This is an optimization exercise on Yosys and OpenROAD, whose aim is small area, a short achievable clock period and few clock cycles per item, not a production implementation. In this exercise RTL edits were held to simulation tests only and were not proved equivalent to the original.

<file path="flow/config.mk">
export PLATFORM = sky130hd
export DESIGN_NAME = aes_slice
export DESIGN_NICKNAME = aes_slice
export VERILOG_FILES = /design/flow/design.v
export SDC_FILE = /design/flow/constraint.sdc
export NUM_CORES = 4
export LEC_CHECK = 0
export ABC_AREA = 1
export CAP_MARGIN = 20
export CORE_MARGIN = 2
export CORE_UTILIZATION = 40
export PLACE_DENSITY = 0.6
export SLEW_MARGIN = 20
</file>
<file path="flow/constraint.sdc">
create_clock -name core_clock -period 8.5 [get_ports {clk}]
set_input_delay 1.7000 -clock core_clock [delete_from_list [all_inputs] [get_ports {clk}]]
set_output_delay 1.7000 -clock core_clock [all_outputs]
set_load 0.01 [all_outputs]
</file>
<file path="flow/design.v">
module aes_slice (
    input  wire         clk,
    input  wire         rst,
    input  wire         key_load,
    input  wire         key256,
    input  wire [255:0] key_in,
    input  wire         start,
    input  wire         decrypt,
    input  wire [127:0] din,
    output wire         busy,
    output reg          done,
    output reg  [127:0] dout
);
    reg [255:0] ke;          
    reg [255:0] kd;          
    reg         k256;        
    reg         dvalid;      
    reg         xp_on;       
    reg         xp_ph;       
    reg [3:0]   xp_r;        
    reg [47:0]  xp_t;        
    reg [127:0] s;
    reg [191:0] m;
    reg [255:0] ws, wm;      
    reg [47:0]  tk;          
    reg         vs, vm;      
    reg         ds, dm;      
    reg         ks, km;      
    reg [3:0]   rs, rm;      
    reg         pv;
    reg         pd;
    reg [127:0] pdin;
    function [11:0] sbf_a;
        input [7:0] a;
        reg t1, t2, t3, t4, t5, t6, t7, t8, t9, t10, t11, t12, t13, t14, t15, t16, t17, t18, t19, t20, t21, t22, t23, t24, t25, t26, t27, t28, t29, t30, t31, t32, t33, t34, t35, t36, t37, t38, t39, t40, t41, t42, t43, t44, t45, t46, t47, t48, t49, t50, t51, t52, t53, t54, t55, t56, t57, t58, t59, t60, t61, t62, t63, t64, t65, t66, t67, t68, t69, t70, t71, t72, t73, t74, t75, t76, t77, t78, t79, t80, t81, t82;
        begin
            t1 = a[1] ^ a[5];
            t2 = a[2] ^ a[3];
            t3 = a[5] ^ a[7];
            t4 = a[6] ^ t1;
            t5 = a[0] ^ t4;
            t6 = a[1] ^ a[7];
            t7 = a[2] ^ a[7];
            t8 = a[2] ^ a[4];
            t9 = a[1];
            t10 = t2 ^ t3;
            t11 = a[4] ^ t2 ^ t4;
            t12 = t3;
            t13 = t6 ^ t7;
            t14 = t8 ^ t9;
            t15 = t5 ^ t10 ^ t13;
            t16 = t13 ^ t14;
            t17 = t7 ^ t8 ^ t10 ^ t11 ^ t12;
            t18 = t12 ^ t14;
            t19 = t9 & t5;
            t20 = t10 & t6;
            t21 = t10 ^ t9;
            t22 = t6 ^ t5;
            t23 = t21 & t22;
            t24 = t23 ^ t19;
            t25 = t20 ^ t19;
            t26 = t11 & t7;
            t27 = t12 & t8;
            t28 = t12 ^ t11;
            t29 = t8 ^ t7;
            t30 = t28 & t29;
            t31 = t30 ^ t26;
            t32 = t27 ^ t26;
            t33 = t11 ^ t9;
            t34 = t12 ^ t10;
            t35 = t7 ^ t5;
            t36 = t8 ^ t6;
            t37 = t33 & t35;
            t38 = t34 & t36;
            t39 = t34 ^ t33;
            t40 = t36 ^ t35;
            t41 = t39 & t40;
            t42 = t41 ^ t37;
            t43 = t38 ^ t37;
            t44 = t32 ^ t31;
            t45 = t32;
            t46 = t43 ^ t25;
            t47 = t42 ^ t24;
            t48 = t44 ^ t25;
            t49 = t45 ^ t24;
            t50 = t15 ^ t48;
            t51 = t16 ^ t49;
            t52 = t17 ^ t46;
            t53 = t18 ^ t47;
            t54 = t51 ^ t52;
            t55 = t50 ^ t54;
            t56 = t53 ^ t54;
            t57 = t52 & t50;
            t58 = t53 & t51;
            t59 = t53 ^ t52;
            t60 = t51 ^ t50;
            t61 = t59 & t60;
            t62 = t61 ^ t57;
            t63 = t58 ^ t57;
            t64 = t55 ^ t63;
            t65 = t56 ^ t62;
            t66 = t64 ^ t65;
            t67 = t52 ^ t50;
            t68 = t53 ^ t51;
            t69 = t52 & t66;
            t70 = t53 & t65;
            t71 = t53 ^ t52;
            t72 = t65 ^ t66;
            t73 = t71 & t72;
            t74 = t73 ^ t69;
            t75 = t70 ^ t69;
            t76 = t67 & t66;
            t77 = t68 & t65;
            t78 = t68 ^ t67;
            t79 = t65 ^ t66;
            t80 = t78 & t79;
            t81 = t80 ^ t76;
            t82 = t77 ^ t76;
            sbf_a[0] = t5;
            sbf_a[1] = t6;
            sbf_a[2] = t7;
            sbf_a[3] = t8;
            sbf_a[4] = t9;
            sbf_a[5] = t10;
            sbf_a[6] = t11;
            sbf_a[7] = t12;
            sbf_a[8] = t82;
            sbf_a[9] = t81;
            sbf_a[10] = t75;
            sbf_a[11] = t74;
        end
    endfunction
    function [7:0] sbf_b;
        input [11:0] a;
        reg t1, t2, t3, t4, t5, t6, t7, t8, t9, t10, t11, t12, t13, t14, t15, t16, t17, t18, t19, t20, t21, t22, t23, t24, t25, t26, t27, t28, t29, t30, t31, t32, t33, t34, t35, t36, t37, t38, t39, t40, t41, t42, t43, t44, t45, t46, t47, t48, t49, t50, t51, t52, t53, t54, t55, t56, t57, t58, t59, t60, t61, t62, t63, t64, t65, t66, t67, t68, t69, t70, t71, t72, t73, t74, t75, t76, t77, t78, t79;
        begin
            t1 = a[4] ^ a[0];
            t2 = a[5] ^ a[1];
            t3 = a[6] ^ a[2];
            t4 = a[7] ^ a[3];
            t5 = a[4] & a[8];
            t6 = a[5] & a[9];
            t7 = a[5] ^ a[4];
            t8 = a[9] ^ a[8];
            t9 = t7 & t8;
            t10 = t9 ^ t5;
            t11 = t6 ^ t5;
            t12 = a[6] & a[10];
            t13 = a[7] & a[11];
            t14 = a[7] ^ a[6];
            t15 = a[11] ^ a[10];
            t16 = t14 & t15;
            t17 = t16 ^ t12;
            t18 = t13 ^ t12;
            t19 = a[6] ^ a[4];
            t20 = a[7] ^ a[5];
            t21 = a[10] ^ a[8];
            t22 = a[11] ^ a[9];
            t23 = t19 & t21;
            t24 = t20 & t22;
            t25 = t20 ^ t19;
            t26 = t22 ^ t21;
            t27 = t25 & t26;
            t28 = t27 ^ t23;
            t29 = t24 ^ t23;
            t30 = t18 ^ t17;
            t31 = t18;
            t32 = t29 ^ t11;
            t33 = t28 ^ t10;
            t34 = t30 ^ t11;
            t35 = t31 ^ t10;
            t36 = t1 & a[8];
            t37 = t2 & a[9];
            t38 = t2 ^ t1;
            t39 = a[9] ^ a[8];
            t40 = t38 & t39;
            t41 = t40 ^ t36;
            t42 = t37 ^ t36;
            t43 = t3 & a[10];
            t44 = t4 & a[11];
            t45 = t4 ^ t3;
            t46 = a[11] ^ a[10];
            t47 = t45 & t46;
            t48 = t47 ^ t43;
            t49 = t44 ^ t43;
            t50 = t3 ^ t1;
            t51 = t4 ^ t2;
            t52 = a[10] ^ a[8];
            t53 = a[11] ^ a[9];
            t54 = t50 & t52;
            t55 = t51 & t53;
            t56 = t51 ^ t50;
            t57 = t53 ^ t52;
            t58 = t56 & t57;
            t59 = t58 ^ t54;
            t60 = t55 ^ t54;
            t61 = t49 ^ t48;
            t62 = t49;
            t63 = t60 ^ t42;
            t64 = t59 ^ t41;
            t65 = t61 ^ t42;
            t66 = t62 ^ t41;
            t67 = t65 ^ t34;
            t68 = t63 ^ t64;
            t69 = t66 ^ t67;
            t70 = t34 ^ t32;
            t71 = t32 ^ t67;
            t72 = ~(t67 ^ t68);
            t73 = ~(t69);
            t74 = t63 ^ t33 ^ t69;
            t75 = t68 ^ t71;
            t76 = t71;
            t77 = ~(t34 ^ t35 ^ t68);
            t78 = ~(t70);
            t79 = t63 ^ t70;
            sbf_b[0] = t72;
            sbf_b[1] = t73;
            sbf_b[2] = t74;
            sbf_b[3] = t75;
            sbf_b[4] = t76;
            sbf_b[5] = t77;
            sbf_b[6] = t78;
            sbf_b[7] = t79;
        end
    endfunction
    function [11:0] sbd_a;
        input [7:0] a;
        input        inv;
        reg t1, t2, t3, t4, t5, t6, t7, t8, t9, t10, t11, t12, t13, t14, t15, t16, t17, t18, t19, t20, t21, t22, t23, t24, t25, t26, t27, t28, t29, t30, t31, t32, t33, t34, t35, t36, t37, t38, t39, t40, t41, t42, t43, t44, t45, t46, t47, t48, t49, t50, t51, t52, t53, t54, t55, t56, t57, t58, t59, t60, t61, t62, t63, t64, t65, t66, t67, t68, t69, t70, t71, t72, t73, t74, t75, t76, t77, t78, t79, t80, t81, t82, t83, t84, t85, t86, t87, t88, t89, t90, t91, t92, t93, t94, t95, t96, t97, t98, t99, t100, t101;
        begin
            t1 = a[1] ^ a[5];
            t2 = a[2] ^ a[3];
            t3 = a[5] ^ a[7];
            t4 = a[6] ^ t1;
            t5 = a[0] ^ t4;
            t6 = a[1] ^ a[7];
            t7 = a[2] ^ a[7];
            t8 = a[2] ^ a[4];
            t9 = a[1];
            t10 = t2 ^ t3;
            t11 = a[4] ^ t2 ^ t4;
            t12 = t3;
            t13 = a[0] ^ a[3];
            t14 = a[4] ^ a[6];
            t15 = a[6] ^ a[7];
            t16 = ~(t14);
            t17 = a[1] ^ a[4] ^ t13;
            t18 = ~(t15);
            t19 = ~(a[3] ^ a[7] ^ t14);
            t20 = a[6] ^ t13;
            t21 = ~(a[0] ^ a[5] ^ t14);
            t22 = ~(t13);
            t23 = a[1] ^ a[2] ^ t15;
            t24 = inv ? t16 : t5;
            t25 = inv ? t17 : t6;
            t26 = inv ? t18 : t7;
            t27 = inv ? t19 : t8;
            t28 = inv ? t20 : t9;
            t29 = inv ? t21 : t10;
            t30 = inv ? t22 : t11;
            t31 = inv ? t23 : t12;
            t32 = t25 ^ t26;
            t33 = t27 ^ t28;
            t34 = t24 ^ t29 ^ t32;
            t35 = t32 ^ t33;
            t36 = t26 ^ t27 ^ t29 ^ t30 ^ t31;
            t37 = t31 ^ t33;
            t38 = t28 & t24;
            t39 = t29 & t25;
            t40 = t29 ^ t28;
            t41 = t25 ^ t24;
            t42 = t40 & t41;
            t43 = t42 ^ t38;
            t44 = t39 ^ t38;
            t45 = t30 & t26;
            t46 = t31 & t27;
            t47 = t31 ^ t30;
            t48 = t27 ^ t26;
            t49 = t47 & t48;
            t50 = t49 ^ t45;
            t51 = t46 ^ t45;
            t52 = t30 ^ t28;
            t53 = t31 ^ t29;
            t54 = t26 ^ t24;
            t55 = t27 ^ t25;
            t56 = t52 & t54;
            t57 = t53 & t55;
            t58 = t53 ^ t52;
            t59 = t55 ^ t54;
            t60 = t58 & t59;
            t61 = t60 ^ t56;
            t62 = t57 ^ t56;
            t63 = t51 ^ t50;
            t64 = t51;
            t65 = t62 ^ t44;
            t66 = t61 ^ t43;
            t67 = t63 ^ t44;
            t68 = t64 ^ t43;
            t69 = t34 ^ t67;
            t70 = t35 ^ t68;
            t71 = t36 ^ t65;
            t72 = t37 ^ t66;
            t73 = t70 ^ t71;
            t74 = t69 ^ t73;
            t75 = t72 ^ t73;
            t76 = t71 & t69;
            t77 = t72 & t70;
            t78 = t72 ^ t71;
            t79 = t70 ^ t69;
            t80 = t78 & t79;
            t81 = t80 ^ t76;
            t82 = t77 ^ t76;
            t83 = t74 ^ t82;
            t84 = t75 ^ t81;
            t85 = t83 ^ t84;
            t86 = t71 ^ t69;
            t87 = t72 ^ t70;
            t88 = t71 & t85;
            t89 = t72 & t84;
            t90 = t72 ^ t71;
            t91 = t84 ^ t85;
            t92 = t90 & t91;
            t93 = t92 ^ t88;
            t94 = t89 ^ t88;
            t95 = t86 & t85;
            t96 = t87 & t84;
            t97 = t87 ^ t86;
            t98 = t84 ^ t85;
            t99 = t97 & t98;
            t100 = t99 ^ t95;
            t101 = t96 ^ t95;
            sbd_a[0] = t24;
            sbd_a[1] = t25;
            sbd_a[2] = t26;
            sbd_a[3] = t27;
            sbd_a[4] = t28;
            sbd_a[5] = t29;
            sbd_a[6] = t30;
            sbd_a[7] = t31;
            sbd_a[8] = t101;
            sbd_a[9] = t100;
            sbd_a[10] = t94;
            sbd_a[11] = t93;
        end
    endfunction
    function [7:0] sbd_b;
        input [11:0] a;
        input        inv;
        reg t1, t2, t3, t4, t5, t6, t7, t8, t9, t10, t11, t12, t13, t14, t15, t16, t17, t18, t19, t20, t21, t22, t23, t24, t25, t26, t27, t28, t29, t30, t31, t32, t33, t34, t35, t36, t37, t38, t39, t40, t41, t42, t43, t44, t45, t46, t47, t48, t49, t50, t51, t52, t53, t54, t55, t56, t57, t58, t59, t60, t61, t62, t63, t64, t65, t66, t67, t68, t69, t70, t71, t72, t73, t74, t75, t76, t77, t78, t79, t80, t81, t82, t83, t84, t85, t86, t87, t88, t89, t90, t91, t92, t93, t94, t95, t96, t97, t98, t99, t100;
        begin
            t1 = a[4] ^ a[0];
            t2 = a[5] ^ a[1];
            t3 = a[6] ^ a[2];
            t4 = a[7] ^ a[3];
            t5 = a[4] & a[8];
            t6 = a[5] & a[9];
            t7 = a[5] ^ a[4];
            t8 = a[9] ^ a[8];
            t9 = t7 & t8;
            t10 = t9 ^ t5;
            t11 = t6 ^ t5;
            t12 = a[6] & a[10];
            t13 = a[7] & a[11];
            t14 = a[7] ^ a[6];
            t15 = a[11] ^ a[10];
            t16 = t14 & t15;
            t17 = t16 ^ t12;
            t18 = t13 ^ t12;
            t19 = a[6] ^ a[4];
            t20 = a[7] ^ a[5];
            t21 = a[10] ^ a[8];
            t22 = a[11] ^ a[9];
            t23 = t19 & t21;
            t24 = t20 & t22;
            t25 = t20 ^ t19;
            t26 = t22 ^ t21;
            t27 = t25 & t26;
            t28 = t27 ^ t23;
            t29 = t24 ^ t23;
            t30 = t18 ^ t17;
            t31 = t18;
            t32 = t29 ^ t11;
            t33 = t28 ^ t10;
            t34 = t30 ^ t11;
            t35 = t31 ^ t10;
            t36 = t1 & a[8];
            t37 = t2 & a[9];
            t38 = t2 ^ t1;
            t39 = a[9] ^ a[8];
            t40 = t38 & t39;
            t41 = t40 ^ t36;
            t42 = t37 ^ t36;
            t43 = t3 & a[10];
            t44 = t4 & a[11];
            t45 = t4 ^ t3;
            t46 = a[11] ^ a[10];
            t47 = t45 & t46;
            t48 = t47 ^ t43;
            t49 = t44 ^ t43;
            t50 = t3 ^ t1;
            t51 = t4 ^ t2;
            t52 = a[10] ^ a[8];
            t53 = a[11] ^ a[9];
            t54 = t50 & t52;
            t55 = t51 & t53;
            t56 = t51 ^ t50;
            t57 = t53 ^ t52;
            t58 = t56 & t57;
            t59 = t58 ^ t54;
            t60 = t55 ^ t54;
            t61 = t49 ^ t48;
            t62 = t49;
            t63 = t60 ^ t42;
            t64 = t59 ^ t41;
            t65 = t61 ^ t42;
            t66 = t62 ^ t41;
            t67 = t65 ^ t34;
            t68 = t63 ^ t64;
            t69 = t66 ^ t67;
            t70 = t34 ^ t32;
            t71 = t32 ^ t67;
            t72 = ~(t67 ^ t68);
            t73 = ~(t69);
            t74 = t63 ^ t33 ^ t69;
            t75 = t68 ^ t71;
            t76 = t71;
            t77 = ~(t34 ^ t35 ^ t68);
            t78 = ~(t70);
            t79 = t63 ^ t70;
            t80 = t66 ^ t34;
            t81 = t63 ^ t80;
            t82 = t64 ^ t35;
            t83 = t32 ^ t82;
            t84 = t33 ^ t81;
            t85 = t65 ^ t83 ^ t84;
            t86 = t34;
            t87 = t81;
            t88 = t35 ^ t84;
            t89 = t64 ^ t81;
            t90 = t33 ^ t80;
            t91 = t63 ^ t34 ^ t83;
            t92 = t80;
            t93 = inv ? t85 : t72;
            t94 = inv ? t86 : t73;
            t95 = inv ? t87 : t74;
            t96 = inv ? t88 : t75;
            t97 = inv ? t89 : t76;
            t98 = inv ? t90 : t77;
            t99 = inv ? t91 : t78;
            t100 = inv ? t92 : t79;
            sbd_b[0] = t93;
            sbd_b[1] = t94;
            sbd_b[2] = t95;
            sbd_b[3] = t96;
            sbd_b[4] = t97;
            sbd_b[5] = t98;
            sbd_b[6] = t99;
            sbd_b[7] = t100;
        end
    endfunction
    function [7:0] xtime;
        input [7:0] a;
        xtime = {a[6:0], 1'b0} ^ (a[7] ? 8'h1b : 8'h00);
    endfunction
    function [127:0] shift_rows;
        input [127:0] x;
        integer r, c;
        begin
            for (r = 0; r < 4; r = r + 1)
                for (c = 0; c < 4; c = c + 1)
                    shift_rows[127 - 8*(r + 4*c) -: 8] = x[127 - 8*(r + 4*((c + r) % 4)) -: 8];
        end
    endfunction
    function [127:0] inv_shift_rows;
        input [127:0] x;
        integer r, c;
        begin
            for (r = 0; r < 4; r = r + 1)
                for (c = 0; c < 4; c = c + 1)
                    inv_shift_rows[127 - 8*(r + 4*((c + r) % 4)) -: 8] = x[127 - 8*(r + 4*c) -: 8];
        end
    endfunction
    function [127:0] mix_columns;
        input [127:0] x;
        integer c;
        reg [7:0] a0, a1, a2, a3, t;
        begin
            for (c = 0; c < 4; c = c + 1) begin
                a0 = x[127 - 32*c -: 8];
                a1 = x[119 - 32*c -: 8];
                a2 = x[111 - 32*c -: 8];
                a3 = x[103 - 32*c -: 8];
                t  = a0 ^ a1 ^ a2 ^ a3;
                mix_columns[127 - 32*c -: 8] = a0 ^ t ^ xtime(a0 ^ a1);
                mix_columns[119 - 32*c -: 8] = a1 ^ t ^ xtime(a1 ^ a2);
                mix_columns[111 - 32*c -: 8] = a2 ^ t ^ xtime(a2 ^ a3);
                mix_columns[103 - 32*c -: 8] = a3 ^ t ^ xtime(a3 ^ a0);
            end
        end
    endfunction
    function [127:0] pre_inv_mix;
        input [127:0] x;
        integer c;
        reg [7:0] a0, a1, a2, a3, u, v;
        begin
            for (c = 0; c < 4; c = c + 1) begin
                a0 = x[127 - 32*c -: 8];
                a1 = x[119 - 32*c -: 8];
                a2 = x[111 - 32*c -: 8];
                a3 = x[103 - 32*c -: 8];
                u  = xtime(xtime(a0 ^ a2));
                v  = xtime(xtime(a1 ^ a3));
                pre_inv_mix[127 - 32*c -: 8] = a0 ^ u;
                pre_inv_mix[119 - 32*c -: 8] = a1 ^ v;
                pre_inv_mix[111 - 32*c -: 8] = a2 ^ u;
                pre_inv_mix[103 - 32*c -: 8] = a3 ^ v;
            end
        end
    endfunction
    function [31:0] sw_sel;
        input [255:0] w;
        input         k2;
        input         back;
        begin
            if (back)
                sw_sel = k2 ? w[159:128] : (w[159:128] ^ w[191:160]);
            else
                sw_sel = k2 ? w[31:0] : w[159:128];
        end
    endfunction
    function [47:0] key_sb_a;
        input [31:0] x;
        key_sb_a = {sbf_a(x[31:24]), sbf_a(x[23:16]), sbf_a(x[15:8]), sbf_a(x[7:0])};
    endfunction
    function [31:0] key_sb_b;
        input [47:0] x;
        key_sb_b = {sbf_b(x[47:36]), sbf_b(x[35:24]), sbf_b(x[23:12]), sbf_b(x[11:0])};
    endfunction
    function [7:0] rcon;
        input       k2;
        input       back;
        input [3:0] r;
        begin
            case ({k2, back, r})
                {2'b00, 4'd1},  {2'b01, 4'd0},  {2'b10, 4'd1},  {2'b11, 4'd0}:  rcon = 8'h01;
                {2'b00, 4'd2},  {2'b01, 4'd1},  {2'b10, 4'd3},  {2'b11, 4'd2}:  rcon = 8'h02;
                {2'b00, 4'd3},  {2'b01, 4'd2},  {2'b10, 4'd5},  {2'b11, 4'd4}:  rcon = 8'h04;
                {2'b00, 4'd4},  {2'b01, 4'd3},  {2'b10, 4'd7},  {2'b11, 4'd6}:  rcon = 8'h08;
                {2'b00, 4'd5},  {2'b01, 4'd4},  {2'b10, 4'd9},  {2'b11, 4'd8}:  rcon = 8'h10;
                {2'b00, 4'd6},  {2'b01, 4'd5},  {2'b10, 4'd11}, {2'b11, 4'd10}: rcon = 8'h20;
                {2'b00, 4'd7},  {2'b01, 4'd6},  {2'b10, 4'd13}, {2'b11, 4'd12}: rcon = 8'h40;
                {2'b00, 4'd8},  {2'b01, 4'd7}:                                  rcon = 8'h80;
                {2'b00, 4'd9},  {2'b01, 4'd8}:                                  rcon = 8'h1b;
                {2'b00, 4'd10}, {2'b01, 4'd9}:                                  rcon = 8'h36;
                default:                                                        rcon = 8'h00;
            endcase
        end
    endfunction
    function [255:0] key_step;
        input [255:0] w;
        input [31:0]  sw;
        input         k2;
        input         back;
        input [3:0]   r;
        reg           type_a;
        reg [31:0]    t, n0, n1, n2, n3, y0, y1, y2, y3;
        begin
            type_a = !k2 || (back ? !r[0] : r[0]);
            t = (type_a ? {sw[23:0], sw[31:24]} : sw) ^ {(type_a ? rcon(k2, back, r) : 8'h00), 24'd0};
            if (back) begin
                y0 = k2 ? w[127:96] : w[255:224];
                y1 = k2 ? w[95:64]  : w[223:192];
                y2 = k2 ? w[63:32]  : w[191:160];
                y3 = k2 ? w[31:0]   : w[159:128];
                key_step = {y0 ^ t, y1 ^ y0, y2 ^ y1, y3 ^ y2, w[255:128]};
            end else begin
                n0 = w[255:224] ^ t;
                n1 = w[223:192] ^ n0;
                n2 = w[191:160] ^ n1;
                n3 = w[159:128] ^ n2;
                key_step = {(k2 ? w[127:0] : {n0, n1, n2, n3}), n0, n1, n2, n3};
            end
        end
    endfunction
    wire [127:0] s_in = ds ? inv_shift_rows(s) : shift_rows(s);
    wire [191:0] m_next;
    genvar gi;
    generate
        for (gi = 0; gi < 16; gi = gi + 1) begin : g_sa
            assign m_next[12*gi +: 12] = sbd_a(s_in[8*gi +: 8], ds);
        end
    endgenerate
    wire [255:0] wm_next = key_step(ws, key_sb_b(tk), ks, ds, rs);
    wire [3:0]   nrm   = km ? 4'd14 : 4'd10;
    wire         lastm = dm ? (rm == 4'd0) : (rm == nrm);
    wire [127:0] rk    = wm[255:128];
    wire [127:0] sb;
    generate
        for (gi = 0; gi < 16; gi = gi + 1) begin : g_sb
            assign sb[8*gi +: 8] = sbd_b(m[12*gi +: 12], dm);
        end
    endgenerate
    wire [127:0] mc   = mix_columns(dm ? pre_inv_mix(sb ^ rk) : sb);
    wire [127:0] rout = (lastm ? sb : mc) ^ ((dm && !lastm) ? 128'd0 : rk);
    wire [3:0] nr = k256 ? 4'd14 : 4'd10;
    wire slot_free = !vm || lastm;
    wire order_ok  = !vs || !ks || k256;
    wire dispatch  = pv && slot_free && order_ok && (!pd || dvalid);
    assign busy = pv && !dispatch;
    wire acc_key = key_load && !busy;
    wire acc_blk = start && !busy;
    wire [255:0] src = pd ? kd : ke;
    always @(posedge clk) begin
        done <= vm && lastm;
        dout <= rout;
        m  <= m_next;
        wm <= wm_next;
        vm <= vs;
        dm <= ds;
        km <= ks;
        rm <= rs;
        if (dispatch) begin
            s  <= pdin ^ src[255:128];
            ws <= src;
            tk <= key_sb_a(sw_sel(src, k256, pd));
            vs <= 1'b1;
            ds <= pd;
            ks <= k256;
            rs <= pd ? nr - 4'd1 : 4'd1;
        end else begin
            s  <= rout;
            ws <= wm;
            tk <= key_sb_a(sw_sel(wm, km, dm));
            vs <= vm && !lastm;
            ds <= dm;
            ks <= km;
            rs <= dm ? rm - 4'd1 : rm + 4'd1;
        end
        if (xp_on) begin
            xp_ph <= !xp_ph;
            if (!xp_ph) begin
                xp_t <= key_sb_a(sw_sel(kd, k256, 1'b0));
            end else begin
                kd   <= key_step(kd, key_sb_b(xp_t), k256, 1'b0, xp_r);
                xp_r <= xp_r + 4'd1;
                if (xp_r == nr) begin
                    xp_on  <= 1'b0;
                    dvalid <= 1'b1;
                end
            end
        end
        if (dispatch)
            pv <= 1'b0;
        if (acc_blk) begin
            pv   <= 1'b1;
            pd   <= decrypt;
            pdin <= din;
        end
        if (acc_key) begin
            ke     <= key_in;
            kd     <= key_in;
            k256   <= key256;
            dvalid <= 1'b0;
            xp_on  <= 1'b1;
            xp_ph  <= 1'b0;
            xp_r   <= 4'd1;
        end
        if (rst) begin
            done   <= 1'b0;
            vs     <= 1'b0;
            vm     <= 1'b0;
            pv     <= 1'b0;
            xp_on  <= 1'b0;
            dvalid <= 1'b0;
        end
    end
endmodule
</file>
<file path="flow/run.sh">
#!/bin/bash
# synth_recipe.tcl (not shown) runs the flow's synth.tcl, then flattens the netlist and writes it again
# the make line also repeats each setting of config.mk as NAME=value (left out here)
make -C /OpenROAD-flow-scripts/flow DESIGN_CONFIG=/design/flow/config.mk WORK_HOME=/design/flow/orfs CLKGATE_MAP_FILE= SYNTH_SCRIPT=/design/flow/synth_recipe.tcl finish
</file>
==> results of run 1 <==
==> flip-flops by register name, summed over array words and instances, names as in the netlist, 128 cells and up, named ones only <==
signal and cells:
ws 256, dout 128, m 192, wm 256
s 128, pdin 128, kd 256, ke 256
==> cell usage after synthesis (5+ instances only) <==
cell type  instances  share of area (%)
clkbuf_1         397                1.1
mux2i_1           15               0.12
o221ai_1         108               0.73
clkinv_1           5              0.014
buf_4             18               0.10
edfxtp_1         690                 16
o21ai_1          123               0.47
a21o_1             9              0.052
nand3_1         2041                7.9
o21ai_0         1235                4.8
nand2_2           31               0.15
xnor2_1          797                5.4
a31oi_1          173               0.83
a22oi_1            7              0.040
a22oi_2            7              0.067
mux2_2            13               0.11
or2_2            104               0.50
o21ai_2           65               0.44
o21bai_1           5              0.029
nand4_1           53               0.25
o211ai_1          39               0.23
or2_1             34               0.16
buf_6             35               0.30
buf_1             64               0.18
xor2_2            31               0.39
ha_1              68               0.65
o21ai_4           12               0.15
a21oi_1          272                1.0
or2_0              6              0.029
xnor2_2           36               0.45
nor2_1           771                2.2
nand2_1         7915                 23
buf_2            103               0.40
inv_1           1725                5.0
and2_1           118               0.57
xor2_1          1409                9.5
nor3_1             7              0.027
inv_2             25              0.072
nand3b_1          59               0.34
dfxtp_1         1039                 16
o22ai_1            8              0.038
==> cells by family after synthesis <==
group,count (synthesis),synth area share (%)
buffers and inverters,2378,7.22
multiplexers,29,0.239
AO/OA/AOI/OAI,2105,9.23
flip-flops,1729,31.9
adder cells (fa/ha/maj),69,0.669
XOR/XNOR,2273,15.7
AND/OR/NAND/NOR,11200,35.0
==> area by class of cell <==
class                      count  area [sq um]
tap                         4325          5410
multi-input combinational  15600         79300
timing repair buffer         655          6440
fill                       33600        177000
clock inverter                95          1280
sequential                  1729         41500
antenna                      144           360
inverter                    1757          6660
clock buffer                 286          5920
==> worst register-to-register path, stage by stage, from the launching register on <==
cell and delay, ns:
edfxtp_1 0.45, buf_4 0.55, buf_4 0.65, mux2i_1 0.65, a21oi_1 0.12, o21ai_1 0.10, nand2_1 0.18, xnor2_1 0.53
xor2_1 0.45, nand2_1 0.09, nand3_1 0.11, nand2_1 0.10, xnor2_1 0.17, or2_1 0.22, nand2_1 0.13, inv_1 0.09
ha_1 0.21, xor2_1 0.15, xnor2_1 0.20, inv_1 0.06, nand2_1 0.05, nand2_1 0.11, inv_2 0.12, nand2_2 0.06
nand3_1 0.08, o21ai_0 0.09, nand3_1 0.08, nand2_1 0.06
==> worst max-delay path by stage <==
stage,startpoint,to,slack [ns],cells after the start
after CTS,dm,busy,1.62,11
final,dm,busy,1.60,11
after global routing,dm,busy,1.50,11
after detailed placement,dm,busy,2.60,11
after global placement,dm,busy,2.61,11
after floorplan,dm,kd[0],0.06,13
==> routing by layer <==
metal,share of wire [%],vias to the layer above
li1,-,63600
met1,42,61600
met2,40,6277
met3,10,865
met4,6.7,18
met5,0.021,-
==> stage by stage <==
stage                     utilization [%]  instances  setup slack, ns  hold slack [ns]
final                                45.3      24600             1.60            0.327
after global routing                 45.3      24600             1.50            0.332
after CTS                            45.2      24500             1.62            0.327
after detailed placement             43.0      24100             2.60            0.314
after global placement               43.0      24100             2.61            0.311
after floorplan                         -      19700           0.0584            0.310
==> results_dict.tcl, run 1 <==
set metrics [dict create \
    cts_made_buffers 207 \
    viasPerCell 5.38 \
    drc 0 \
    syn_avg_cell_area_sq_um 6.59 \
    endpoint_kind "output pin" \
    path_class "reg -> out" \
    use_met2_pct 49.2 \
    die_w_um 574 \
    r2r_cells 27 \
    startpoint_type "flop" \
    routed_wl_mm 595 \
    ys_dominant_reg_cell "dfxtp_1" \
    met1_usage_pct 47.8 \
    grt_pass1_vias 114000 \
    synth.distinct_cells 79 \
    gp_congestion 1.07 \
    syn-cell-area_sq_um 130000 \
    synth_edf_count 690 \
    drt_pass1_iterations 21 \
    hp-start "rs[1]" \
    ys_seq_area_share_pct 31.9 \
    worstMarginPinSlew_ns 1.41 \
    placementRows 209 \
    final_hold_viol_count 0 \
    final_common_cell "nand2_1" \
    whs_path_depth 0 \
    slew_viol_final 0 \
    wire_per_inst_um 24.2 \
    cts_hold_buf 0 \
    core_sq_um 324000 \
    synth-async-reset-ratio_pct 0 \
    cp_max_fo 60 \
    grt_max_degree 221 \
    grt_most_used_layer "met2" \
    use_met3_pct 7.20 \
    drv_cap 0 \
    clkLatencyLatePin_ns 0.93 \
    placed_area_sq_um 139000 \
    clkTransAtPathRegs_ns 0.06 \
    grt_use_total_pct 34.5 \
    postCtsResizedCells 0 \
    finalClockSkew_ns 0.0667 \
    cts_root_buf "clkbuf_16" \
    clockBufferDepth 4 \
    antenna_found_initial 114 \
    syn-num-nets 20200 \
    critPathArrivalTime_ns 5.20 \
    cpLargestDelayFamily "buffers and inverters" \
    relSlewSlack_pct 5.14 \
    r2r_end "tk[23]" \
    ant_nets 0 \
    numPortBuffers 519 \
    min_delay_worst_endpoint "rm[1]" \
    required_ns 6.80 \
    fmax_mhz 145 \
    grt_pass1_wl_mm 821 \
    final.setup.tns_ns 0 \
    start_util_pct 40.2 \
    crit_buf_inv 5 \
    yosys_warnings 1 \
    pin_count 520 \
    cts_tree "yes" \
    cp_cell_sequence "buf_4 -> o21ai_0 -> o211ai_1 -> a221oi_4 -> buf_4 -> inv_4 -> nand2_1 -> nand2_4 -> nand2_1 -> inv_1 -> clkdlybuf4s50_1" \
    crit_slowest_cell "buf_4" \
    synth.ff_latch_count 1729 \
    setup_viol 0 \
    die_h_um 574 \
    hp-class "reg -> reg" \
    dieArea_sq_um 330000 \
    drt_iter0_markers 17300 \
    nets 20400 \
    final_cell_area_sq_um 147000 \
    ff2ff_setup_slack_ns 2.53 \
    layout_common_cells "nand2_1, nand3_1, inv_1" \
    grt_overflow 0 \
    synthToLayoutAreaGrowth_pct 12.9 \
    postCtsSetupBuffers 0 \
    syn_inst 19700 \
    cp_slowest_stage_delay_ns 0.80 \
    run_status "timing/DRC/antenna clean" \
    num_vias 132000 \
    rsz0062_at_grt "no" \
    fin_crit_sh_pct 81.1 \
    cts_sinks 1729 \
    period_needed_ns 6.90 \
    cts-htree-levels 4 \
    drive_above_1_share_pct 4.22 \
    hpwl_mm 488 \
    r2r_start "pd" \
]
Testbench counts, summed over its fixed seeds: cycles 4,861, blocks 384.
==> run 2, diff against run 1 <==
--- a/flow/design.v
+++ b/flow/design.v
@@ -27,7 +27,10 @@
     reg         ds, dm;      
     reg         ks, km;      
     reg [3:0]   rs, rm;      
+    reg         lastm;       
     reg         pv;
+    reg         busy_q;      
+    reg         dispatch_q;  
     reg         pd;
     reg [127:0] pdin;
     function [11:0] sbf_a;
@@ -540,20 +543,17 @@
         input       k2;
         input       back;
         input [3:0] r;
+        reg   [3:0] i;
         begin
-            case ({k2, back, r})
-                {2'b00, 4'd1},  {2'b01, 4'd0},  {2'b10, 4'd1},  {2'b11, 4'd0}:  rcon = 8'h01;
-                {2'b00, 4'd2},  {2'b01, 4'd1},  {2'b10, 4'd3},  {2'b11, 4'd2}:  rcon = 8'h02;
-                {2'b00, 4'd3},  {2'b01, 4'd2},  {2'b10, 4'd5},  {2'b11, 4'd4}:  rcon = 8'h04;
-                {2'b00, 4'd4},  {2'b01, 4'd3},  {2'b10, 4'd7},  {2'b11, 4'd6}:  rcon = 8'h08;
-                {2'b00, 4'd5},  {2'b01, 4'd4},  {2'b10, 4'd9},  {2'b11, 4'd8}:  rcon = 8'h10;
-                {2'b00, 4'd6},  {2'b01, 4'd5},  {2'b10, 4'd11}, {2'b11, 4'd10}: rcon = 8'h20;
-                {2'b00, 4'd7},  {2'b01, 4'd6},  {2'b10, 4'd13}, {2'b11, 4'd12}: rcon = 8'h40;
-                {2'b00, 4'd8},  {2'b01, 4'd7}:                                  rcon = 8'h80;
-                {2'b00, 4'd9},  {2'b01, 4'd8}:                                  rcon = 8'h1b;
-                {2'b00, 4'd10}, {2'b01, 4'd9}:                                  rcon = 8'h36;
-                default:                                                        rcon = 8'h00;
-            endcase
+            i = k2 ? ((back ? r + 4'd2 : r + 4'd1) >> 1) : (back ? r + 4'd1 : r);
+            rcon[0] = (i == 4'd1) || (i == 4'd9);
+            rcon[1] = (i == 4'd2) || (i == 4'd9) || (i == 4'd10);
+            rcon[2] = (i == 4'd3) || (i == 4'd10);
+            rcon[3] = (i == 4'd4) || (i == 4'd9);
+            rcon[4] = (i == 4'd5) || (i == 4'd9) || (i == 4'd10);
+            rcon[5] = (i == 4'd6) || (i == 4'd10);
+            rcon[6] = (i == 4'd7);
+            rcon[7] = (i == 4'd8);
         end
     endfunction
     function [255:0] key_step;
@@ -591,9 +591,7 @@
         end
     endgenerate
     wire [255:0] wm_next = key_step(ws, key_sb_b(tk), ks, ds, rs);
-    wire [3:0]   nrm   = km ? 4'd14 : 4'd10;
-    wire         lastm = dm ? (rm == 4'd0) : (rm == nrm);
-    wire [127:0] rk    = wm[255:128];
+    wire [127:0] rk = wm[255:128];
     wire [127:0] sb;
     generate
         for (gi = 0; gi < 16; gi = gi + 1) begin : g_sb
@@ -603,23 +601,35 @@
     wire [127:0] mc   = mix_columns(dm ? pre_inv_mix(sb ^ rk) : sb);
     wire [127:0] rout = (lastm ? sb : mc) ^ ((dm && !lastm) ? 128'd0 : rk);
     wire [3:0] nr = k256 ? 4'd14 : 4'd10;
-    wire slot_free = !vm || lastm;
-    wire order_ok  = !vs || !ks || k256;
-    wire dispatch  = pv && slot_free && order_ok && (!pd || dvalid);
-    assign busy = pv && !dispatch;
-    wire acc_key = key_load && !busy;
-    wire acc_blk = start && !busy;
+    wire acc_key = key_load && !busy_q;
+    wire acc_blk = start && !busy_q;
     wire [255:0] src = pd ? kd : ke;
+    wire       xp_end   = xp_on && xp_ph && (xp_r == nr);
+    wire       pv_n     = acc_blk || (pv && !dispatch_q);
+    wire       pd_n     = acc_blk ? decrypt : pd;
+    wire       k256_n   = acc_key ? key256 : k256;
+    wire       dvalid_n = !acc_key && (dvalid || xp_end);
+    wire       vs_n     = dispatch_q || (vm && !lastm);
+    wire       ks_n     = dispatch_q ? k256 : km;
+    wire       vm_n     = vs;
+    wire       lastm_n  = ds ? (rs == 4'd0) : (rs == (ks ? 4'd14 : 4'd10));
+    wire       disp_n   = pv_n && (!vm_n || lastm_n) && (!vs_n || !ks_n || k256_n)
+                          && (!pd_n || dvalid_n);
+    assign busy = busy_q;
     always @(posedge clk) begin
         done <= vm && lastm;
         dout <= rout;
+        dispatch_q <= disp_n;
+        busy_q     <= pv_n && !disp_n;
+        lastm      <= lastm_n;
+        pv         <= pv_n;
         m  <= m_next;
         wm <= wm_next;
         vm <= vs;
         dm <= ds;
         km <= ks;
         rm <= rs;
-        if (dispatch) begin
+        if (dispatch_q) begin
             s  <= pdin ^ src[255:128];
             ws <= src;
             tk <= key_sb_a(sw_sel(src, k256, pd));
@@ -649,10 +659,7 @@
                 end
             end
         end
-        if (dispatch)
-            pv <= 1'b0;
         if (acc_blk) begin
-            pv   <= 1'b1;
             pd   <= decrypt;
             pdin <= din;
         end
@@ -666,12 +673,14 @@
             xp_r   <= 4'd1;
         end
         if (rst) begin
-            done   <= 1'b0;
-            vs     <= 1'b0;
-            vm     <= 1'b0;
-            pv     <= 1'b0;
-            xp_on  <= 1'b0;
-            dvalid <= 1'b0;
+            done       <= 1'b0;
+            vs         <= 1'b0;
+            vm         <= 1'b0;
+            pv         <= 1'b0;
+            busy_q     <= 1'b0;
+            dispatch_q <= 1'b0;
+            xp_on      <= 1'b0;
+            dvalid     <= 1'b0;
         end
     end
 endmodule
==> flow/flow/run.sh (new file) <==
#!/bin/bash
# Layout flow: the standard layout (standard.sh, ORFS synthesis to
# final layout, unchanged), except that Yosys's extraction of full and half
# adders is turned off (ADDER_MAP_FILE empty). The AES logic is almost all
# XOR, and the extracted ha/fa cells map it slower and larger than plain
# gates. Registers and their names are those of the standard synthesis.
# ORFS writes each step's full log under orfs/logs/; make's own output goes
# to flow_make.log here.
set -euo pipefail
bash standard.sh ADDER_MAP_FILE= finish > flow_make.log 2>&1
==> flow/standard.sh (new file) <==
#!/bin/bash
# synth_recipe.tcl (not shown) runs the flow's synth.tcl, then flattens the netlist and writes it again
# the make line also repeats each setting of config.mk as NAME=value (left out here)
make -C /OpenROAD-flow-scripts/flow DESIGN_CONFIG=/design/flow/config.mk WORK_HOME=/design/flow/orfs CLKGATE_MAP_FILE= SYNTH_SCRIPT=/design/flow/synth_recipe.tcl "${@:-finish}"
--- a/flow/config.mk
+++ b/flow/config.mk
@@ -8,6 +8,7 @@
 export ABC_AREA = 1
 export CAP_MARGIN = 20
 export CORE_MARGIN = 2
-export CORE_UTILIZATION = 40
-export PLACE_DENSITY = 0.6
+export CORE_UTILIZATION = 55
+export PLACE_DENSITY = 0.7
+export SETUP_SLACK_MARGIN = 5.0
 export SLEW_MARGIN = 20
removed: flow/run.sh
==> run 2 against run 1 <==
  * The run now fails in global routing (5_1_grt)
  * Synthesized cell count is 4.8% lower
  * Area after synthesis is 2.9% lower
==> results_dict.tcl, run 2 <==
set metrics [dict create \
    synth_edf_count 688 \
    worst_endpoint_kind "register data pin" \
    ys_dominant_reg_cell "dfxtp_1" \
    gp_congestion 1.12 \
    cts_sinks 1724 \
    hpwl_mm 404 \
    syn_inst 18800 \
    cts_hold_buf 0 \
    synth-xor-area-share_pct 15.6 \
    die_w_um 483 \
    die_h_um 483 \
    synth-async-reset-ratio_pct 0 \
    muxShareOfSynthArea_pct 0.800 \
    synthSimpleGateAreaFrac_pct 33.1 \
    pin_count 520 \
    placementRows 175 \
    ys_top_cells_by_area "nand2_1, dfxtp_1, edfxtp_1, xor2_1, nand3_1" \
    pre_cts_ws_ns 3.05 \
    ys_seq_area_share_pct 32.8 \
    run_status "aborted with a tool error" \
    synth_fa_ha_area_share_pct 0 \
    synth_top_family_by_area "simple AND/OR/NAND/NOR gates" \
    clockBufferDepth 3 \
    synth.largest_area_cell "nand2_1" \
    synth.ff_latch_count 1724 \
    synth_compound_area_share_pct 10.3 \
    synth.distinct_cells 80 \
    syn-num-nets 19200 \
    stop_stage "global routing (5_1_grt)" \
    grt_use_total_pct 84.6 \
    cts_root_buf "clkbuf_16" \
    grt-worst-endpoint "dout[65]$_DFF_P_/D" \
    syn-cell-area_sq_um 126000 \
    yosys.area.top_type_share_pct 20.8 \
    yosys_warnings 1 \
    grt_max_degree 184 \
    start_util_pct 55.4 \
    synth.most_common_cell "nand2_1" \
    error "[ERROR GRT-0232] Routing congestion too high. Check the congestion heatmap in the GUI." \
    syn_avg_cell_area_sq_um 6.72 \
    grt_overflow 1862 \
    synth_common_cells "nand2_1, nand3_1, inv_1" \
    cts-htree-levels 4 \
    numPortBuffers 519 \
    cts_made_buffers 191 \
]
[run 2: worst min path at each step]
stage / from / end / slack [ns] / cells after the start
after detailed placement: rs[2] / rm[2] / 0.39 / 0
after global placement: rs[2] / rm[2] / 0.39 / 0
after CTS: rs[2] / rm[2] / 0.40 / 0
after floorplan: ks / km / 0.33 / 0
[run 2: logic make-up after synthesis]
family,Yosys count
XOR/XNOR,2175
AND/OR/NAND/NOR,10100
flip-flops,1724
AO/OA/AOI/OAI,2326
buffers and inverters,2324
multiplexers,98
[run 2: per-stage QoR]
| step | cells | instance area, sq um | utilization, % |
|---|---|---|---|
| floorplan | 18800 | 126000 | - |
| global placement | 21800 | 133000 | 58.6 |
| detailed placement | 21800 | 133000 | 58.6 |
| CTS | 23600 | 177000 | 77.8 |
[run 2: metal layers]
layer | GRT usage [%] | GRT overflow
met1 | 84.3 | 161
met2 | 96.6 | 996
met3 | 73.9 | 189
met4 | 84.1 | 501
met5 | 51.5 | 15
[run 2: repair_timing]
action / CTS
pin swaps: 1940
resized for setup: 6014
gates cloned: 49
setup buffers: 1375
endpoints found under the setup margin: 946
Testbench counts of run 2, summed over its fixed seeds: cycles 4,861, blocks 384.
==> run 3, diff against run 2 <==
--- a/flow/config.mk
+++ b/flow/config.mk
@@ -8,7 +8,7 @@
 export ABC_AREA = 1
 export CAP_MARGIN = 20
 export CORE_MARGIN = 2
-export CORE_UTILIZATION = 55
-export PLACE_DENSITY = 0.7
-export SETUP_SLACK_MARGIN = 5.0
+export CORE_UTILIZATION = 40
+export PLACE_DENSITY = 0.6
+export SETUP_SLACK_MARGIN = 4.5
 export SLEW_MARGIN = 20
==> run 3 against run 2 <==
  * Now clean on timing, DRC and antenna
  * Area after synthesis unchanged
  * Synthesized cell count unchanged
==> results_dict.tcl, run 3 <==
set metrics [dict create \
    run_status "timing/DRC/antenna clean" \
    instances_no_fill 24200 \
    fin_crit_sh_pct 48.3 \
    cts_root_buf "clkbuf_16" \
    cts_hold_buf 0 \
    seq_area_sq_um 41900 \
    cts_tree "yes" \
    drt_iter0_markers 15900 \
    placed_area_sq_um 135000 \
    ys_dominant_reg_cell "dfxtp_1" \
    synth.largest_area_cell "nand2_1" \
    relSlewSlack_pct 12.7 \
    rsz0062_at_grt "yes" \
    fmax_mhz 244 \
    ys_top_cells_by_area "nand2_1, dfxtp_1, edfxtp_1, xor2_1, nand3_1" \
    cts-htree-levels 4 \
    cp_cell_sequence "buf_12 -> buf_16 -> mux2i_1 -> a21oi_1 -> a21oi_2 -> xor2_2 -> xnor2_1 -> nand2_1 -> o21a_1 -> o21ai_2 -> xor2_2 -> xor2_2 -> nand2_1 -> o31ai_1 -> nand2_1 -> nand2_1" \
    slew_viol_final 0 \
    timing.final.ws_setup_ns 4.40 \
    placementRows 206 \
    setup_viol 0 \
    hpwl_mm 436 \
    gp_congestion 1.08 \
    grt_max_degree 195 \
    synthToLayoutAreaGrowth_pct 33.5 \
    syn_avg_cell_area_sq_um 6.72 \
    period_needed_ns 4.10 \
    synth_common_cells "nand2_1, nand3_1, inv_1" \
    viasPerCell 5.51 \
    pin_count 520 \
    synth.distinct_cells 80 \
    antenna_found_initial 59 \
    multi_input_area_sq_um 93700 \
    core_sq_um 314000 \
    grt_use_total_pct 33.1 \
    synth_edf_count 688 \
    yosys.area.top_type_share_pct 20.8 \
    final_hold_viol_count 0 \
    finalCoreUtilization_pct 53.6 \
    grt_overflow 0 \
    critPathArrivalTime_ns 4.92 \
    cpLargestDelayFamily "compound AO/OA/AOI/OAI gates" \
    die_h_um 566 \
    startpoint_type "flop" \
    required_ns 9.32 \
    cp_slowest_stage_delay_ns 0.75 \
    path_class "reg -> reg" \
    worstMarginPinSlew_ns 1.27 \
    endpoint_kind "flop" \
    clockBufferDepth 4 \
    ant_nets 0 \
    syn-num-nets 19200 \
    grt_pass1_wl_mm 777 \
    numPortBuffers 519 \
    crit_buf_inv 2 \
    dieArea_sq_um 320000 \
    pre_cts_ws_ns 3.33 \
    wire_per_inst_um 23.9 \
    synth.ff_latch_count 1724 \
    nets 20200 \
    clkTransAtPathRegs_ns 0.06 \
    synth-async-reset-ratio_pct 0 \
    crit_slowest_cell "mux2i_1" \
    synth.most_common_cell "nand2_1" \
    cts_sinks 1724 \
    die_w_um 566 \
    cts_made_buffers 200 \
    num_vias 134000 \
    dpl.cell_count 23000 \
    yosys_warnings 1 \
    fillers 29500 \
    drv_cap 0 \
    crit_top_cell "nand2_1" \
    ys_seq_area_share_pct 32.8 \
    final_common_cell "nand2_1" \
    final.setup.tns_ns 0 \
    layout_common_cells "nand2_1, inv_1, nand2_2" \
    cp_max_fo 23 \
    routed_wl_mm 579 \
    start_util_pct 40.2 \
    drc 0 \
    drt_pass1_iterations 10 \
    syn-cell-area_sq_um 126000 \
    drive_above_1_share_pct 26.1 \
    final_cell_area_sq_um 169000 \
    grt_pass1_vias 113000 \
    finalClockSkew_ns 0.0892 \
    holdWs_ns 0.394 \
    hp-class "reg -> reg" \
    clkLatencyLatePin_ns 0.95 \
    syn_inst 18800 \
]
run 3: cell counts after synthesis:
Identical to the previous run, type by type.
run 3: repair_timing:
item,in CTS,in global routing
setup endpoints to repair,615,543
buffers inserted,170,624
pin swaps,128,1029
gates resized for setup,1181,3464
gates cloned,12,14
run 3: routing by layer:
layer / wire length [um] / track usage [%]
met2: 236000 / 46.9
met5: 101 / 0
met3: 65100 / 6.83
met1: 231000 / 45.2
met4: 46600 / 21.7
run 3: area by class of cell:
class / instances / area share [%]
multi-input cells: 14700 / 55.6
clock buffers: 272 / 3.34
clock inverters: 94 / 0.616
flip-flops and latches: 1724 / 24.9
repair buffers: 1476 / 8.45
repair inverters: 5 / 0.0267
diodes: 43 / 0.0639
well taps: 4160 / 3.09
inverters: 1707 / 3.96
run 3: cell families (layout without fill, tap and decap cells):
family	Yosys count	in the layout	synth area share (%)
xor+xnor	2175	2175	15.6
compound gates	2326	2326	10.3
flops	1724	1724	32.8
simple gates	10100	10100	33.1
buf+inv	2324	3554	7.43
mux	98	98	0.800
other cells	0	43	0
run 3: path summary, 6_finish.rpt:
path	startpoint	to	slack, ns	cells after the start
min	rs[0]	rm[0]	0.39	0
max	pd	tk[8]	4.40	16
max reg2reg	pd	tk[8]	4.40	16
min reg2reg	rs[0]	rm[0]	0.39	0
==> run 4, diff against run 3 <==
--- a/flow/config.mk
+++ b/flow/config.mk
@@ -10,5 +10,5 @@
 export CORE_MARGIN = 2
 export CORE_UTILIZATION = 40
 export PLACE_DENSITY = 0.6
-export SETUP_SLACK_MARGIN = 4.5
+export SETUP_SLACK_MARGIN = 4.0
 export SLEW_MARGIN = 20
==> run 4 against run 3 <==
  * Design area fell by 13%
  * Setup slack got worse by 0.43 ns
  * Still clean
  * Flip-flop and latch count did not move
  * Non-clock buffer count fell by 710
  * Die area did not move
  * Global-route usage fell by 0.66 points
  * Wire length fell by 5.7%
  * Count of clock-buffer cells in the layout fell by 7
==> results_dict.tcl, run 4 <==
set metrics [dict create \
    r2r_cells 14 \
    cp_max_fo 6 \
    hp-class "reg -> reg" \
    cts_made_buffers 202 \
    clkTransAtPathRegs_ns 0.06 \
    synth.distinct_cells 80 \
    drive_above_1_share_pct 9.51 \
    antenna_found_initial 50 \
    final_cell_area_sq_um 147000 \
    nets 19500 \
    grt_max_degree 198 \
    drt_pass1_iterations 8 \
    start_util_pct 40.2 \
    clockBufferDepth 4 \
    finalClockSkew_ns 0.0765 \
    grt_pass1_vias 111000 \
    synth.ff_latch_count 1724 \
    synth_edf_count 688 \
    num_vias 127000 \
    endpoint_kind "flop" \
    layout_common_cells "nand2_1, nand3_1, inv_1" \
    grt_pass1_wl_mm 763 \
    fmax_mhz 221 \
    pre_cts_ws_ns 3.28 \
    ys_seq_area_share_pct 32.8 \
    cts_root_buf "clkbuf_16" \
    grt_use_total_pct 32.4 \
    finalCoreUtilization_pct 46.8 \
    ys_dominant_reg_cell "dfxtp_1" \
    routed_wl_mm 546 \
    syn_avg_cell_area_sq_um 6.72 \
    critPathArrivalTime_ns 5.36 \
    dieArea_sq_um 320000 \
    startpoint_type "flop" \
    wire_per_inst_um 23.2 \
    ant_nets 0 \
    cts_tree "yes" \
    synth.most_common_cell "nand2_1" \
    clkLatencyLatePin_ns 0.94 \
    syn-num-nets 19200 \
    die_h_um 566 \
    synth_common_cells "nand2_1, nand3_1, inv_1" \
    hpwl_mm 436 \
    whs_path_depth 0 \
    final_hold_viol_count 0 \
    relSlewSlack_pct 11.1 \
    final_common_cell "nand2_1" \
    endpoint "wm[159]" \
    r2r_start "tk[29]" \
    period_needed_ns 4.53 \
    rsz0062_at_grt "yes" \
    setup_viol 0 \
    fin_crit_sh_pct 53.3 \
    cts_sinks 1724 \
    worstMarginPinSlew_ns 1.30 \
    placementRows 206 \
    timing.final.ws_setup_ns 3.97 \
    ff2ff_setup_slack_ns 3.97 \
    yosys_warnings 1 \
    die_w_um 566 \
    synth-async-reset-ratio_pct 0 \
    core_sq_um 314000 \
    syn-cell-area_sq_um 126000 \
    ys_top_cells_by_area "nand2_1, dfxtp_1, edfxtp_1, xor2_1, nand3_1" \
    synth.largest_area_cell "nand2_1" \
    crit_start "tk[29]" \
    cts_hold_buf 0 \
    viasPerCell 5.41 \
    synthToLayoutAreaGrowth_pct 16.5 \
    pin_count 520 \
    syn_inst 18800 \
    final.setup.tns_ns 0 \
    path_class "reg -> reg" \
    drt_iter0_markers 16600 \
    placed_area_sq_um 135000 \
    run_status "timing/DRC/antenna clean" \
    required_ns 9.32 \
    gp_congestion 1.07 \
    drv_cap 0 \
    grt_overflow 0 \
    slew_viol_final 0 \
    cts-htree-levels 4 \
    numPortBuffers 519 \
    r2r_end "wm[159]" \
    yosys.area.top_type_share_pct 20.8 \
    drc 0 \
]
[run 4: cell type report]
type	instances	area [sq um]
antenna	15	37.5
clock inverter	107	1150
multi-input combinational	14700	79300
clock buffer	265	5610
tap	4160	5200
fill	32000	167000
timing repair buffer	766	7510
inverter	1707	6520
sequential	1724	41700
[run 4: per-layer routing]
layer / wire (um) / global-route usage [%] / vias to the layer above
met4: 39200 / 19.4 / 12
li1: - / - / 60800
met5: 91 / 0 / -
met2: 220000 / 46.6 / 6263
met3: 59200 / 5.67 / 884
met1: 227000 / 45.1 / 59100
[run 4: worst max-delay path: stages, from the launching register on]
cell      delay [ns]
dfxtp_1         0.42
nand2_1         0.09
xnor2_1         0.32
xor2_1          0.30
xor2_2          0.45
xnor2_2         0.31
xnor2_1         0.33
inv_1           0.13
o21ai_1         0.44
xor2_1          0.26
xor2_1          0.66
xor2_1          0.29
xor2_1          0.17
nand2_1         0.08
o221ai_1        0.17
[run 4: worst min path at each step]
stage	end	from	slack, ns
global placement	rm[0]	rs[0]	0.38
floorplan	km	ks	0.33
detailed placement	rm[0]	rs[0]	0.38
global route	rm[0]	rs[0]	0.40
CTS	rm[0]	rs[0]	0.38
finish	rm[0]	rs[0]	0.39
[run 4: cell families (layout without fill, tap and decap cells)]
family                    Yosys count  in the layout  synth area share [%]
buffers and inverters            2324           2845                  7.43
DFF                              1724           1724                  32.8
muxes                              98             98                 0.800
other                               0             15                     0
AOI/OAI and AO/OA                2326           2326                  10.3
xor gates and xnor gates         2175           2175                  15.6
and+or+nand+nor                 10100          10100                  33.1
[run 4: repair_timing]
action / 4_1_cts / 5_1_grt
gates resized for setup: 133 / 881
gates cloned: 0 / 2
buffers inserted: 11 / 72
endpoints found under the setup margin: 324 / 435
pin swaps: 3 / 81
[run 4: metrics by stage]
stage               std cells  hold WS (ns)
CTS                     23400         0.385
floorplan               18800         0.329
global route            23500         0.399
finish                  23500         0.387
global placement        23000         0.378
detailed placement      23000         0.376
==> run 5, diff against run 4 <==
--- a/flow/config.mk
+++ b/flow/config.mk
@@ -8,7 +8,7 @@
 export ABC_AREA = 1
 export CAP_MARGIN = 20
 export CORE_MARGIN = 2
-export CORE_UTILIZATION = 40
-export PLACE_DENSITY = 0.6
+export CORE_UTILIZATION = 50
+export PLACE_DENSITY = 0.65
 export SETUP_SLACK_MARGIN = 4.0
 export SLEW_MARGIN = 20
==> run 5 against run 4 <==
  * Still clean
  * Global-route usage grew 6.7 points
  * Wire length shrank 3.4%
  * Final cell count shrank 3.6%
  * Utilization grew 11 points
==> results_dict.tcl, run 5 <==
set metrics [dict create \
    crit_start "tk[10]" \
    grt_overflow 0 \
    dpl.cell_count 22200 \
    critPathArrivalTime_ns 5.32 \
    pre_cts_ws_ns 3.36 \
    final.setup.tns_ns 0 \
    yosys.area.top_type_share_pct 20.8 \
    cts_root_buf "clkbuf_16" \
    synth_edf_count 688 \
    finalClockSkew_ns 0.0703 \
    placementRows 184 \
    multi_input_area_sq_um 79400 \
    startpoint_type "flop" \
    cts-htree-levels 4 \
    routed_wl_mm 527 \
    period_needed_ns 4.53 \
    cts_tree "yes" \
    final_hold_viol_count 0 \
    synth.distinct_cells 80 \
    synth.ff_latch_count 1724 \
    viasPerCell 5.60 \
    numPortBuffers 519 \
    synth-async-reset-ratio_pct 0 \
    synth.largest_area_cell "nand2_1" \
    wire_per_inst_um 23.3 \
    final_common_cell "nand2_1" \
    dieArea_sq_um 257000 \
    layout_common_cells "nand2_1, nand3_1, inv_1" \
    cp_max_fo 6 \
    instances_no_fill 22600 \
    hpwl_mm 418 \
    endpoint_kind "flop" \
    hp-start "rs[2]" \
    grt_max_degree 155 \
    ant_nets 0 \
    synth_common_cells "nand2_1, nand3_1, inv_1" \
    ys_top_cells_by_area "nand2_1, dfxtp_1, edfxtp_1, xor2_1, nand3_1" \
    die_h_um 507 \
    pin_count 520 \
    required_ns 9.29 \
    synthToLayoutAreaGrowth_pct 15.5 \
    cts_hold_buf 0 \
    clkLatencyLatePin_ns 0.88 \
    worstMarginPinSlew_ns 1.33 \
    antenna_found_initial 45 \
    path_class "reg -> reg" \
    hp-class "reg -> reg" \
    r2r_start "tk[10]" \
    die_w_um 507 \
    cts_sinks 1724 \
    cp_cell_sequence "inv_1 -> or2_0 -> mux2_2 -> xor2_2 -> or2_2 -> nand2_1 -> xor2_1 -> xnor2_1 -> nand2_1 -> nand2_1 -> xor2_2 -> xor2_2 -> xor2_1 -> xor2_1 -> nand2_1 -> o221ai_1" \
    core_sq_um 251000 \
    slew_viol_final 0 \
    syn-num-nets 19200 \
    grt_pass1_wl_mm 738 \
    fin_crit_sh_pct 53.3 \
    clkTransAtPathRegs_ns 0.06 \
    timing.final.ws_setup_ns 3.97 \
    syn_avg_cell_area_sq_um 6.72 \
    run_status "timing/DRC/antenna clean" \
    rsz0062_at_grt "yes" \
    final_cell_area_sq_um 146000 \
    drv_cap 0 \
    ys_dominant_reg_cell "dfxtp_1" \
    syn_inst 18800 \
    fmax_mhz 221 \
    fillers 23900 \
    nets 19500 \
    clockBufferDepth 3 \
    cts_made_buffers 195 \
    drive_above_1_share_pct 9.26 \
    crit_top_cell "nand2_1" \
    synth.most_common_cell "nand2_1" \
    drt_pass1_iterations 8 \
    ys_seq_area_share_pct 32.8 \
    grt_use_total_pct 39.1 \
    drt_iter0_markers 15800 \
    setup_viol 0 \
    yosys_warnings 1 \
    syn-cell-area_sq_um 126000 \
    grt_pass1_vias 111000 \
    gp_congestion 1.11 \
    crit_slowest_cell "xor2_2" \
    start_util_pct 50.3 \
    num_vias 127000 \
    seq_area_sq_um 41700 \
    relSlewSlack_pct 10.7 \
    placed_area_sq_um 134000 \
    drc 0 \
    cp_slowest_stage_delay_ns 0.53 \
]
[run 5: final timing paths]
kind,end,slack (ns),depth (start not counted)
setup reg to reg,wm[139],3.97,16
hold reg to reg,rm[2],0.40,0
hold / removal,rm[2],0.40,0
setup / recovery,wm[139],3.97,16
[run 5: stage by stage]
stage,utilization [%],hold WS (ns)
floorplan,-,0.329
global placement,53.3,0.378
detailed placement,53.3,0.383
CTS,56.4,0.387
global route,58.0,0.413
finish,58.1,0.395
[run 5: area by class of cell]
type | count | area share, %
clock inverters | 91 | 0.776
clock buffers | 274 | 3.82
multi-input cells | 14700 | 54.4
repair buffers | 733 | 4.99
repair inverters | 2 | 0.0154
diodes | 31 | 0.0532
flip-flops and latches | 1724 | 28.6
well taps | 3348 | 2.87
inverters | 1707 | 4.47
[run 5: kinds of logic (layout without fill, tap and decap cells)]
kind of cell    after synthesis  after routing  synth area share [%]
compound gates             2326           2326                  10.3
xor+xnor                   2175           2175                  15.6
buf+inv                    2324           2807                  7.43
flops                      1724           1724                  32.8
mux                          98             98                 0.800
other cells                   0             31                     0
simple gates              10100          10100                  33.1
[run 5: critical path: cells and delay by family, from the launching register on]
kind | cells | cell delay, ns
mux | 1 | 0.30
buf+inv | 1 | 0.10
xor+xnor | 7 | 2.28
flops | 1 | 0.45
simple gates | 6 | 1.14
compound gates | 1 | 0.16
[run 5: routing by layer]
layer	GRT usage [%]	up-vias	part of all wire (%)
li1	-	60700	-
met2	55.1	6266	40
met3	7.95	1051	11
met4	27.3	8	8.2
met5	0	-	0.011
met1	53.5	58900	41
[run 5: what timing repair did]
action,CTS,global route
endpoints found under the setup margin,439,449
gates cloned,0,4
pin swaps,2,59
resized for setup,198,788
setup buffers,7,74

==> afterwards: timing with drivers on the ports <==
No port has a modelled driver above. Below, the same layouts with a new extraction and two added sets of constraints. Step 1: set_driving_cell puts a clkbuf_16 on clk and a buf_2 on each other input, an assumption about the parent block. Step 2, shift: input delay + t, output delay - t, t = (earliest + latest rising clock arrival at the registers) / 2. This alone moves slack from input paths to output paths. Slacks: no drivers / after step 1 / after step 2; pairs: no drivers / after step 1.
| run | t, ns | setup WS [ns] | worst slew at a driven data input, ns |
|---|---|---|---|
| run 1 | 1.012 | 1.604 / 1.488 / 2.499 | 0.15 |
| run 3 | 1.014 | 4.396 / 4.396 / 3.586 | 0.19 |
| run 4 | 1.007 | 3.965 / 3.965 / 3.263 | 0.10 |
| run 5 | 0.961 | 3.967 / 3.967 / 3.397 | 0.12 |
After both steps setup and hold are still met in every run listed. The setup slack of run 3, which loses most, moves by 0.000 ns with the drivers and by -0.810 ns with both steps.
